What follows belongs to an exercise in optimizing a design on an open flow for small area; a production flow would make more cautious choices.
In this exercise RTL edits were held to simulation tests only and were not proved equivalent to the original.
Power is estimated from default activity; no workload was simulated.

===== run.sh =====
#!/bin/bash
# synth_recipe.tcl (not shown) runs the flow's synth.tcl, then flattens the netlist and writes it again
# the make line also repeats each setting of config.mk as NAME=value (left out here)
make -C /OpenROAD-flow-scripts/flow DESIGN_CONFIG=/design/flow/config.mk WORK_HOME=/design/flow/orfs CLKGATE_MAP_FILE= SYNTH_SCRIPT=/design/flow/synth_recipe.tcl finish

===== config.mk =====
export PLATFORM = sky130hd
export DESIGN_NAME = stitch_decode
export DESIGN_NICKNAME = stitch_decode
export VERILOG_FILES = /design/flow/design.v
export SDC_FILE = /design/flow/constraint.sdc
export NUM_CORES = 4
export LEC_CHECK = 0
export CAP_MARGIN = 20
export CORE_MARGIN = 2
export CORE_UTILIZATION = 40
export SLEW_MARGIN = 20

===== constraint.sdc =====
create_clock -name core_clock -period 25.0 [get_ports {clk}]
set_input_delay 5.0000 -clock core_clock [delete_from_list [all_inputs] [get_ports {clk}]]
set_output_delay 5.0000 -clock core_clock [all_outputs]
set_load 0.01 [all_outputs]

===== design.v =====
module stitch_decode (
    input  wire        clk,
    input  wire        rst,
    input  wire [63:0] cfg_desc_a,
    input  wire [63:0] cfg_desc_b,
    input  wire [23:0] cfg_tcorr,
    input  wire [11:0] cfg_phase,
    input  wire [8:0]  cfg_port,
    input  wire [55:0] frame_start,
    input  wire [28:0] frame_len,
    input  wire        cast_on,
    input  wire        in_valid,
    input  wire [1:0]  in_sync,
    input  wire [63:0] in_payload,
    input  wire [51:0] in_arrival,
    input  wire        in_skip1,
    output reg         out_hit1_valid,
    output reg  [63:0] out_hit1_word,
    output reg         out_hit2_valid,
    output reg  [63:0] out_hit2_word,
    output reg  [28:0] out_ptime,
    output reg         out_close,
    output reg         out_close_hit2,
    output reg         out_sync_err,
    output reg         out_crc_err,
    output reg         out_unknown,
    output reg  [1:0]  out_order,
    output reg  [1:0]  out_gap,
    output reg  [1:0]  out_badchan,
    output reg         out_desc_invalid
);
    wire [1:0]  d_mode       = cfg_desc_a[63:62];
    wire        d_hpb        = cfg_desc_a[61];
    wire        d_check      = cfg_desc_a[60];
    wire [7:0]  d_chan_count = cfg_desc_a[59:52];
    wire [5:0]  d_chan_pos   = cfg_desc_a[51:46];
    wire [2:0]  d_chan_w     = cfg_desc_a[45:43];
    wire [5:0]  d_val_pos    = cfg_desc_a[42:37];
    wire [3:0]  d_val_w      = cfg_desc_a[36:33];
    wire [2:0]  d_val_rsh    = cfg_desc_a[32:30];
    wire [5:0]  d_time_pos   = cfg_desc_a[29:24];
    wire [4:0]  d_time_w     = cfg_desc_a[23:19];
    wire [3:0]  d_time_unit  = cfg_desc_a[18:15];
    wire [23:0] d_time_ofs   = cfg_desc_b[63:40];
    wire [5:0]  d_stride     = cfg_desc_b[39:34];
    wire [6:0]  d_valid_pos  = cfg_desc_b[33:27];
    function field_bad;
        input [5:0] pos;
        input [4:0] w;
        input       hpb;
        input       check;
        input [5:0] stride;
        reg   [7:0] top;
        reg   [7:0] lsb2;
        begin
            top  = {2'b00, pos} + {3'b000, w} - 8'd1;
            lsb2 = {2'b00, pos} - {2'b00, stride};
            field_bad = 1'b0;
            if (w != 5'd0) begin
                if (top > 8'd63)
                    field_bad = 1'b1;
                if (check && pos < 6'd8)
                    field_bad = 1'b1;
                if (hpb && stride > pos)
                    field_bad = 1'b1;
                if (hpb && check && stride <= pos && lsb2 < 8'd8)
                    field_bad = 1'b1;
            end
        end
    endfunction
    wire desc_invalid =
        field_bad(d_chan_pos, {2'b00, d_chan_w}, d_hpb, d_check, d_stride) |
        field_bad(d_val_pos,  {1'b0, d_val_w},   d_hpb, d_check, d_stride) |
        field_bad(d_time_pos, d_time_w,          d_hpb, d_check, d_stride) |
        (d_valid_pos != 7'd127 && d_valid_pos >= 7'd64) |
        ({1'b0, d_time_w} + {2'b00, d_time_unit} > 6'd28) |
        (d_time_w < 5'd8) |
        (d_chan_count == 8'd0) | (d_chan_count > 8'd128) |
        (d_mode == 2'd3);
    function [7:0] crc8;
        input [55:0] data;
        integer i;
        reg [7:0] c;
        reg       fb;
        begin
            c = 8'h00;
            for (i = 55; i >= 0; i = i - 1) begin
                fb = c[7] ^ data[i];
                c  = {c[6:0], 1'b0};
                if (fb)
                    c = c ^ 8'h07;
            end
            crc8 = c;
        end
    endfunction
    localparam [7:0] T_IDLE    = 8'h0F;
    localparam [7:0] T_TRAIN   = 8'h1B;
    localparam [7:0] T_TICK    = 8'h2D;
    localparam [7:0] T_ECHO    = 8'h4E;
    localparam [7:0] T_STATUS  = 8'h55;
    localparam [7:0] T_SCREPLY = 8'h63;
    wire        is_data = (in_sync == 2'b01);
    wire        is_ctl  = (in_sync == 2'b10);
    wire        crc_ok  = (crc8(in_payload[63:8]) == in_payload[7:0]);
    wire [7:0]  c_type  = in_payload[63:56];
    reg         ctl_known;
    always @(*) begin
        case (c_type)
            T_IDLE:    ctl_known = (in_payload[55:8] == 48'd0);
            T_TRAIN:   ctl_known = (in_payload[15:9] == 7'd0);
            T_TICK:    ctl_known = (in_payload[27:8] == 20'd0);
            T_ECHO:    ctl_known = (in_payload[23:8] == 16'd0);
            T_STATUS:  ctl_known = (in_payload[52:40] == 13'd0);
            T_SCREPLY: ctl_known = 1'b1;
            default:   ctl_known = 1'b0;
        endcase
    end
    wire ev_sync = !is_data && !is_ctl;
    wire ev_crc  = (is_data && d_check && !crc_ok) || (is_ctl && !crc_ok);
    wire ev_unk  = is_ctl && crc_ok && !ctl_known;
    wire is_tick = is_ctl && crc_ok && ctl_known && (c_type == T_TICK);
    wire is_hits = is_data && (crc_ok || !d_check);
    function [27:0] get_field;
        input [63:0] p;
        input [5:0]  pos;
        input [4:0]  w;
        reg   [63:0] sh;
        reg   [27:0] mask;
        begin
            sh   = p >> pos;
            mask = (28'd1 << w) - 28'd1;
            if (w >= 5'd28)
                mask = 28'hFFF_FFFF;
            get_field = sh[27:0] & mask;
        end
    endfunction
    wire [5:0] pos2_chan = d_chan_pos - d_stride;
    wire [5:0] pos2_val  = d_val_pos  - d_stride;
    wire [5:0] pos2_time = d_time_pos - d_stride;
    wire [27:0] h1_chan_f = get_field(in_payload, d_chan_pos, {2'b00, d_chan_w});
    wire [27:0] h1_val_f  = get_field(in_payload, d_val_pos,  {1'b0, d_val_w});
    wire [27:0] h1_time_f = get_field(in_payload, d_time_pos, d_time_w);
    wire [27:0] h2_chan_f = get_field(in_payload, pos2_chan,  {2'b00, d_chan_w});
    wire [27:0] h2_val_f  = get_field(in_payload, pos2_val,   {1'b0, d_val_w});
    wire [27:0] h2_time_f = get_field(in_payload, pos2_time,  d_time_w);
    wire [27:0] h1_val_sh = h1_val_f >> d_val_rsh;
    wire [27:0] h2_val_sh = h2_val_f >> d_val_rsh;
    wire h2_marked = (d_valid_pos == 7'd127) || in_payload[d_valid_pos[5:0]];
    wire        ph_neg = cfg_phase[11];
    wire [11:0] ph_abs = ph_neg ? (12'd0 - cfg_phase) : cfg_phase;
    wire [17:0] ph_num = 18'd24 * {6'd0, ph_abs} + 18'd125;
    wire [17:0] ph_q   = ph_num / 18'd250;
    wire signed [25:0] ph_term = ph_neg ? -$signed({8'd0, ph_q}) : $signed({8'd0, ph_q});
    wire signed [25:0] corr = $signed({{2{cfg_tcorr[23]}}, cfg_tcorr}) + ph_term +
                              $signed({{2{d_time_ofs[23]}}, d_time_ofs});
    reg         s1_valid;
    reg         s1_cast;
    reg         s1_sync, s1_crc, s1_unk;
    reg         s1_v1, s1_v2;
    reg         s1_tick;
    reg  [6:0]  s1_ch1, s1_ch2;
    reg  [11:0] s1_val1, s1_val2;
    reg  [27:0] s1_raw1, s1_raw2;
    reg  [51:0] s1_arr;
    reg  signed [25:0] s1_corr;
    always @(posedge clk) begin
        if (rst) begin
            s1_valid <= 1'b0;
            s1_cast  <= 1'b0;
        end else begin
            s1_valid <= in_valid;
            s1_cast  <= cast_on;
        end
        s1_sync <= ev_sync;
        s1_crc  <= ev_crc;
        s1_unk  <= ev_unk;
        s1_tick <= is_tick;
        s1_v1   <= (is_tick || is_hits) && !in_skip1;
        s1_v2   <= is_hits && d_hpb && h2_marked;
        s1_ch1  <= h1_chan_f[6:0];
        s1_ch2  <= h2_chan_f[6:0];
        s1_val1 <= h1_val_sh[11:0];
        s1_val2 <= h2_val_sh[11:0];
        s1_raw1 <= is_tick ? in_payload[55:28] : h1_time_f;
        s1_raw2 <= h2_time_f;
        s1_arr  <= in_arrival;
        s1_corr <= corr;
    end
    function signed [53:0] widen;
        input [51:0] a;
        input [27:0] raw;
        input [4:0]  w;
        input [3:0]  u;
        input signed [25:0] c;
        reg   [51:0] diff;
        reg   [51:0] mask;
        reg   [51:0] t_fe;
        begin
            diff  = a - ({24'd0, raw} << u);
            mask  = (52'd1 << (w + u)) - 52'd1;
            t_fe  = a - (diff & mask);
            widen = $signed({2'b00, t_fe}) + c;
        end
    endfunction
    wire [4:0] w1 = s1_tick ? 5'd28 : d_time_w;
    wire [3:0] u1 = s1_tick ? 4'd0  : d_time_unit;
    reg         s2_valid, s2_cast;
    reg         s2_sync, s2_crc, s2_unk;
    reg         s2_v1, s2_v2, s2_tick;
    reg  [6:0]  s2_ch1, s2_ch2;
    reg  [11:0] s2_val1, s2_val2;
    reg  signed [53:0] s2_t1, s2_t2;
    always @(posedge clk) begin
        if (rst) begin
            s2_valid <= 1'b0;
            s2_cast  <= 1'b0;
        end else begin
            s2_valid <= s1_valid;
            s2_cast  <= s1_cast;
        end
        s2_sync <= s1_sync;
        s2_crc  <= s1_crc;
        s2_unk  <= s1_unk;
        s2_v1   <= s1_v1;
        s2_v2   <= s1_v2;
        s2_tick <= s1_tick;
        s2_ch1  <= s1_ch1;
        s2_ch2  <= s1_ch2;
        s2_val1 <= s1_val1;
        s2_val2 <= s1_val2;
        s2_t1   <= widen(s1_arr, s1_raw1, w1, u1, s1_corr);
        s2_t2   <= widen(s1_arr, s1_raw2, d_time_w, d_time_unit, s1_corr);
    end
    reg                open;      
    reg                pt_any;    
    reg  signed [53:0] pt_dev;    
    reg         [28:0] ptime;     
    wire signed [53:0] s16 = $signed({2'b00, frame_start[55:4]});
    wire signed [53:0] tf1 = s2_t1 - s16;
    wire signed [53:0] tf2 = s2_t2 - s16;
    wire signed [53:0] len = $signed({25'd0, frame_len});
    wire               open_in   = s2_cast ? 1'b1  : open;
    wire        [28:0] ptime_in  = s2_cast ? 29'd0 : ptime;
    wire               act       = s2_valid && open_in;
    wire i1_order = pt_any && (s2_t1 < pt_dev);
    wire i1_gap   = !i1_order && (tf1 < 0);
    wire i1_close = !i1_order && !i1_gap && (tf1 >= len);
    wire i1_pass  = !i1_order && !i1_gap && !i1_close;
    wire do1      = act && s2_v1;
    wire               pt_any_m = pt_any || (do1 && i1_pass);
    wire signed [53:0] pt_dev_m = (do1 && i1_pass) ? s2_t1 : pt_dev;
    wire        [28:0] ptime_m  = (do1 && i1_pass && tf1[28:0] > ptime_in) ? tf1[28:0] : ptime_in;
    wire do2      = act && s2_v2 && !(do1 && i1_close);
    wire i2_order = pt_any_m && (s2_t2 < pt_dev_m);
    wire i2_gap   = !i2_order && (tf2 < 0);
    wire i2_close = !i2_order && !i2_gap && (tf2 >= len);
    wire i2_pass  = !i2_order && !i2_gap && !i2_close;
    wire closing = (do1 && i1_close) || (do2 && i2_close);
    reg         s3_sync, s3_crc, s3_unk;
    reg         s3_p1, s3_p2;
    reg  [1:0]  s3_order, s3_gap;
    reg         s3_close, s3_close2;
    reg  [6:0]  s3_ch1, s3_ch2;
    reg  [11:0] s3_val1, s3_val2;
    reg  [27:0] s3_tf1, s3_tf2;
    always @(posedge clk) begin
        if (rst) begin
            open   <= 1'b0;
            pt_any <= 1'b0;
            ptime  <= 29'd0;
        end else begin
            if (closing) begin
                open  <= 1'b0;
                ptime <= frame_len;
            end else begin
                open  <= open_in;
                if (do2 && i2_pass && tf2[28:0] > ptime_m)
                    ptime <= tf2[28:0];
                else if (do1)
                    ptime <= ptime_m;
                else
                    ptime <= ptime_in;
            end
            if (do2 && i2_pass)
                pt_any <= 1'b1;
            else if (do1)
                pt_any <= pt_any_m;
        end
        if (do2 && i2_pass)
            pt_dev <= s2_t2;
        else if (do1)
            pt_dev <= pt_dev_m;
    end
    always @(posedge clk) begin
        s3_sync   <= act && s2_sync;
        s3_crc    <= act && s2_crc;
        s3_unk    <= act && s2_unk;
        s3_p1     <= do1 && i1_pass && !s2_tick;
        s3_p2     <= do2 && i2_pass;
        s3_order  <= {1'b0, do1 && i1_order} + {1'b0, do2 && i2_order};
        s3_gap    <= {1'b0, do1 && i1_gap} + {1'b0, do2 && i2_gap};
        s3_close  <= closing;
        s3_close2 <= do2 && i2_close;
        s3_ch1    <= s2_ch1;
        s3_ch2    <= s2_ch2;
        s3_val1   <= s2_val1;
        s3_val2   <= s2_val2;
        s3_tf1    <= tf1[27:0];
        s3_tf2    <= tf2[27:0];
    end
    wire ok1 = s3_p1 && ({1'b0, s3_ch1} < d_chan_count);
    wire ok2 = s3_p2 && ({1'b0, s3_ch2} < d_chan_count);
    wire bad1 = s3_p1 && !ok1;
    wire bad2 = s3_p2 && !ok2;
    wire [15:0] gch1 = {cfg_port, s3_ch1};
    wire [15:0] gch2 = {cfg_port, s3_ch2};
    reg         s4_v1, s4_v2;
    reg  [63:0] s4_w1, s4_w2;
    reg  [28:0] s4_ptime;
    reg         s4_close, s4_close2;
    reg         s4_sync, s4_crc, s4_unk;
    reg  [1:0]  s4_order, s4_gap, s4_bad;
    always @(posedge clk) begin
        if (rst) begin
            s4_v1     <= 1'b0;
            s4_v2     <= 1'b0;
            s4_close  <= 1'b0;
            s4_close2 <= 1'b0;
            s4_sync   <= 1'b0;
            s4_crc    <= 1'b0;
            s4_unk    <= 1'b0;
            s4_order  <= 2'd0;
            s4_gap    <= 2'd0;
            s4_bad    <= 2'd0;
            s4_ptime  <= 29'd0;
        end else begin
            s4_v1     <= ok1;
            s4_v2     <= ok2;
            s4_close  <= s3_close;
            s4_close2 <= s3_close2;
            s4_sync   <= s3_sync;
            s4_crc    <= s3_crc;
            s4_unk    <= s3_unk;
            s4_order  <= s3_order;
            s4_gap    <= s3_gap;
            s4_bad    <= {1'b0, bad1} + {1'b0, bad2};
            s4_ptime  <= ptime;
        end
        s4_w1 <= {8'h10, s3_val1, gch1, s3_tf1};
        s4_w2 <= {8'h10, s3_val2, gch2, s3_tf2};
    end
    always @(posedge clk) begin
        if (rst) begin
            out_hit1_valid   <= 1'b0;
            out_hit2_valid   <= 1'b0;
            out_close        <= 1'b0;
            out_close_hit2   <= 1'b0;
            out_sync_err     <= 1'b0;
            out_crc_err      <= 1'b0;
            out_unknown      <= 1'b0;
            out_order        <= 2'd0;
            out_gap          <= 2'd0;
            out_badchan      <= 2'd0;
            out_ptime        <= 29'd0;
            out_desc_invalid <= 1'b0;
        end else begin
            out_hit1_valid   <= s4_v1;
            out_hit2_valid   <= s4_v2;
            out_close        <= s4_close;
            out_close_hit2   <= s4_close2;
            out_sync_err     <= s4_sync;
            out_crc_err      <= s4_crc;
            out_unknown      <= s4_unk;
            out_order        <= s4_order;
            out_gap          <= s4_gap;
            out_badchan      <= s4_bad;
            out_ptime        <= s4_ptime;
            out_desc_invalid <= desc_invalid;
        end
        out_hit1_word <= s4_w1;
        out_hit2_word <= s4_w2;
    end
endmodule

==> notes.md <==
[worst min-delay path by stage]
stage / from / slack [ps] / endpoint / cells past startpoint
3_3_place_gp: s4_w2[40] / 310 / out_hit2_word[40] / 0
2_1_floorplan: s4_w1[0] / 310 / out_hit1_word[0] / 0
5_1_grt: s2_ch2[5] / 320 / s3_ch2[5] / 0
3_5_place_dp: s4_w2[25] / 310 / out_hit2_word[25] / 0
4_1_cts: s2_ch2[5] / 320 / s3_ch2[5] / 0
6_report: s1_val2[5] / 320 / s2_val2[5] / 0
[sequential cells by signal, indices dropped and copies added (netlist names), 26 cells and up]
name and flops:
out_hit1_word 47, s4_w1 47, s1_corr 26, s2_t1 54, s3_tf2 28, s2_t2 54, out_ptime 29, out_hit2_word 56
s4_w2 56, s1_raw1 28, s3_tf1 28, ptime 29, s4_ptime 29, s1_raw2 28, pt_dev 54, s1_arr 52
[per-stage QoR]
stage | hold slack, ps | setup WS, ps
after global placement | 310 | 1900
final | 320 | 2270
after detailed placement | 312 | 1630
after floorplan | 310 | 5020
after global routing | 321 | 569
after CTS | 320 | 2350
[critical path: cells and delay by family]
family,cells,cell delay (ps)
fa+ha+maj,7,2370
xor+xnor,5,1550
buf+inv,8,1630
compound gates,40,9290
simple gates,15,3180
mux,1,320
[power by group through the flow]
stage / logic [mW] / registers, mW / clock network [mW]
2_1_floorplan: 5.42 / 1.91 / 0
3_3_place_gp: 6.98 / 1.99 / 0
3_5_place_dp: 7.11 / 2.00 / 0
4_1_cts: 7.14 / 1.97 / 1.32
5_1_grt: 8.00 / 2.00 / 1.37
6_report: 7.20 / 1.97 / 1.29
[layout make-up]
class | count | area (sq um) | area share [%]
Antenna cell | 13 | 32.5 | 0.0379
Clock inverter | 47 | 594 | 0.693
Multi-Input combinational cell | 7305 | 55200 | 64.3
Tap cell | 2495 | 3120 | 3.64
Sequential cell | 815 | 16900 | 19.7
Clock buffer | 103 | 2280 | 2.66
Inverter | 524 | 1970 | 2.30
Timing Repair Buffer | 622 | 5740 | 6.69
[placed cells by master, fill, tap and decap left out, drive strengths merged, types with 174 or more instances in the layout]
| cell | netlist | final |
|---|---|---|
| a211oi | 174 | 174 |
| a21oi | 689 | 689 |
| clkdlybuf4s50 | 0 | 450 |
| dfxtp | 761 | 761 |
| ha | 735 | 735 |
| inv | 515 | 529 |
| mux2i | 496 | 496 |
| mux4 | 257 | 257 |
| nand2 | 905 | 905 |
| nor2 | 713 | 713 |
| nor2b | 188 | 188 |
| nor3 | 189 | 189 |
| o21ai | 543 | 543 |
| xnor2 | 382 | 382 |
[routing by layer]
| metal | up-vias | part of all wire [%] | GRT usage [%] |
|---|---|---|---|
| li1 | 33400 | - | - |
| met1 | 32700 | 41 | 33.4 |
| met2 | 3031 | 45 | 43.2 |
| met3 | 715 | 8.2 | 4.67 |
| met4 | 8 | 5.5 | 13.4 |
| met5 | - | 0.018 | 0 |
[cells by family after synthesis]
| group | synth area share, % |
|---|---|
| AND/OR/NAND/NOR | 17.3 |
| AO/OA/AOI/OAI | 20.0 |
| buffers and inverters | 5.62 |
| multiplexers | 15.6 |
| flip-flops | 22.2 |
| adder cells (fa/ha/maj) | 13.2 |
| XOR/XNOR | 6.08 |
| other | 0.00989 |
==> metrics.yaml <==
vias: 69800
finish.utilization_pct: 45.6
netlist_top_cells_area: "dfxtp_1 (20%), ha_1 (12%), mux4_2 (7.6%), mux2i_1 (6.5%), a21oi_1 (4.5%)"
root_buffer: "clkbuf_16"
ios: 552
powerDensity_nw_per_um2: 122
cts_tree: "yes"
grt_max_degree: 94
finalCriticalPeriod_ps: 22730
synth_cells: 9192
portBuffers: 489
dp.cells: 11800
startpoint_type: "input port"
postCtsSetupBuffers: 0
yosys_warnings: 1
cp.required_ps: 25640
drv_cap: 0
rsz0062_at_grt: "no"
cts_resized: 0
grt_antenna_before_repair: 29
num_rows: 159
dp_hpwl_mm: 200
crit_path_start: "cfg_phase[0]"
cp_slowest_stage_delay_ps: 970
design_area_sq_um: 85800
synth_ff_type: "dfxtp_1"
place_area_sq_um: 82800
worstSetupEndpoint: "s1_corr[25]"
r2r_start: "s2_t1[0]"
area_delta_synth_final_pct: 13.0
worst_pin_slew_ps: 1230
leakagePower_nw: 36.8
cts_max_path_buffers: 3
globalplace.congestion: 0.933
reg2reg_depth: 62
critPathSlowestCell: "clkdlybuf4s50_1"
timing.rr.end: "ptime[0]"
routedWlPerCell_um: 22.3
initial_core_util_pct: 40.3
p_int_mw: 5.50
nNetsFinal: 10500
grt_pass1_wl_mm: 398
wl_mm: 266
synth_enable_flop_cells: 54
htreeDepth: 3
drt_first_pass_iters: 6
path_clk_slew_ps: 60
fmax_ghz: 0.0440
hp-class: "reg2reg"
ys_seq_area_share_pct: 22.2
setup-tns-final_ps: 0
grt_pass1_vias: 67000
clock_power_share_pct: 12.3
hold_buffers: 0
cp.arrival_ps: 23370
period_share_pct: 90.9
drc_errors: 0
synth_top_area_cell: "dfxtp_1"
pwr-share-comb_pct: 68.8
die_h_um: 440
hold_viol_final: 0
clock_sinks: 815
synth_async_sr_flop_share_pct: 0
netSwitchingFraction_pct: 47.4
numCtsBuffers: 83
coreArea_sq_um: 188000
cp_common_cell: "a21oi_1"
synth_seq_cells: 815
r2r_slack_ps: 10610
power_mw: 10.5
clock_latency_ps: 720
overflow: 0
finalNonFillerCells: 11900
yosysMostFrequentCell: "nand2_1"
p_seq_share_pct: 18.8
syn_area_per_cell_sq_um: 8.26
drt_iter0_drc: 6637
cp-end-kind: "flop"
fillers: 18500
p_switching_mw: 4.96
fin_skew_ps: 56.6
track_usage_pct: 26.4
setup_viol: 0
status: "no timing/DRC/antenna violations"
synth_top_area_share_pct: 20.1
path_max_fanout: 19
postRouteAntennaNets: 0
ir_drop_mv: 0.217
syn_area_sq_um: 75900
yosys-top-cells-count: "nand2_1 (905), dfxtp_1 (761), ha_1 (735), nor2_1 (713), a21oi_1 (687)"
slew_headroom_pct: 15.9
die_area_sq_um: 193000
vias_per_cell: 5.86
dieWidth_um: 440
synth.distinct_cells: 127
critical_path_class: "in2reg"
drive_gt1_share_pct: 9.09
final_max_slew_viol_count: 0

re-timing with driven ports:
The flow's constraints put no driver on any port. The routed layout listed below was extracted and timed again, unchanged, in two steps. Step 1, drivers: a clkbuf_16 drives clk and a buf_2 each remaining input, both assumed. Step 2 moves the port delays by t, midway between the first and last clock arrival at a register: inputs arrive t later, outputs are due t later. That takes back most of the time a late clock gives input paths. a / b / c = no drivers / after step 1 / after step 2; a / b = the first two.
t, ns: 0.776
setup WS [ns]: 2.265 / 2.327 / 1.552
latest minus earliest clock arrival (ns): 0.057 / 0.057
worst register clock-pin slew, ns: 0.07 / 0.07
worst slew at a driven data input, ns: 0.20
After both steps setup and hold are still met in this run. For this run, drivers alone change the setup slack by +0.062 ns; drivers and shift together by -0.713 ns.
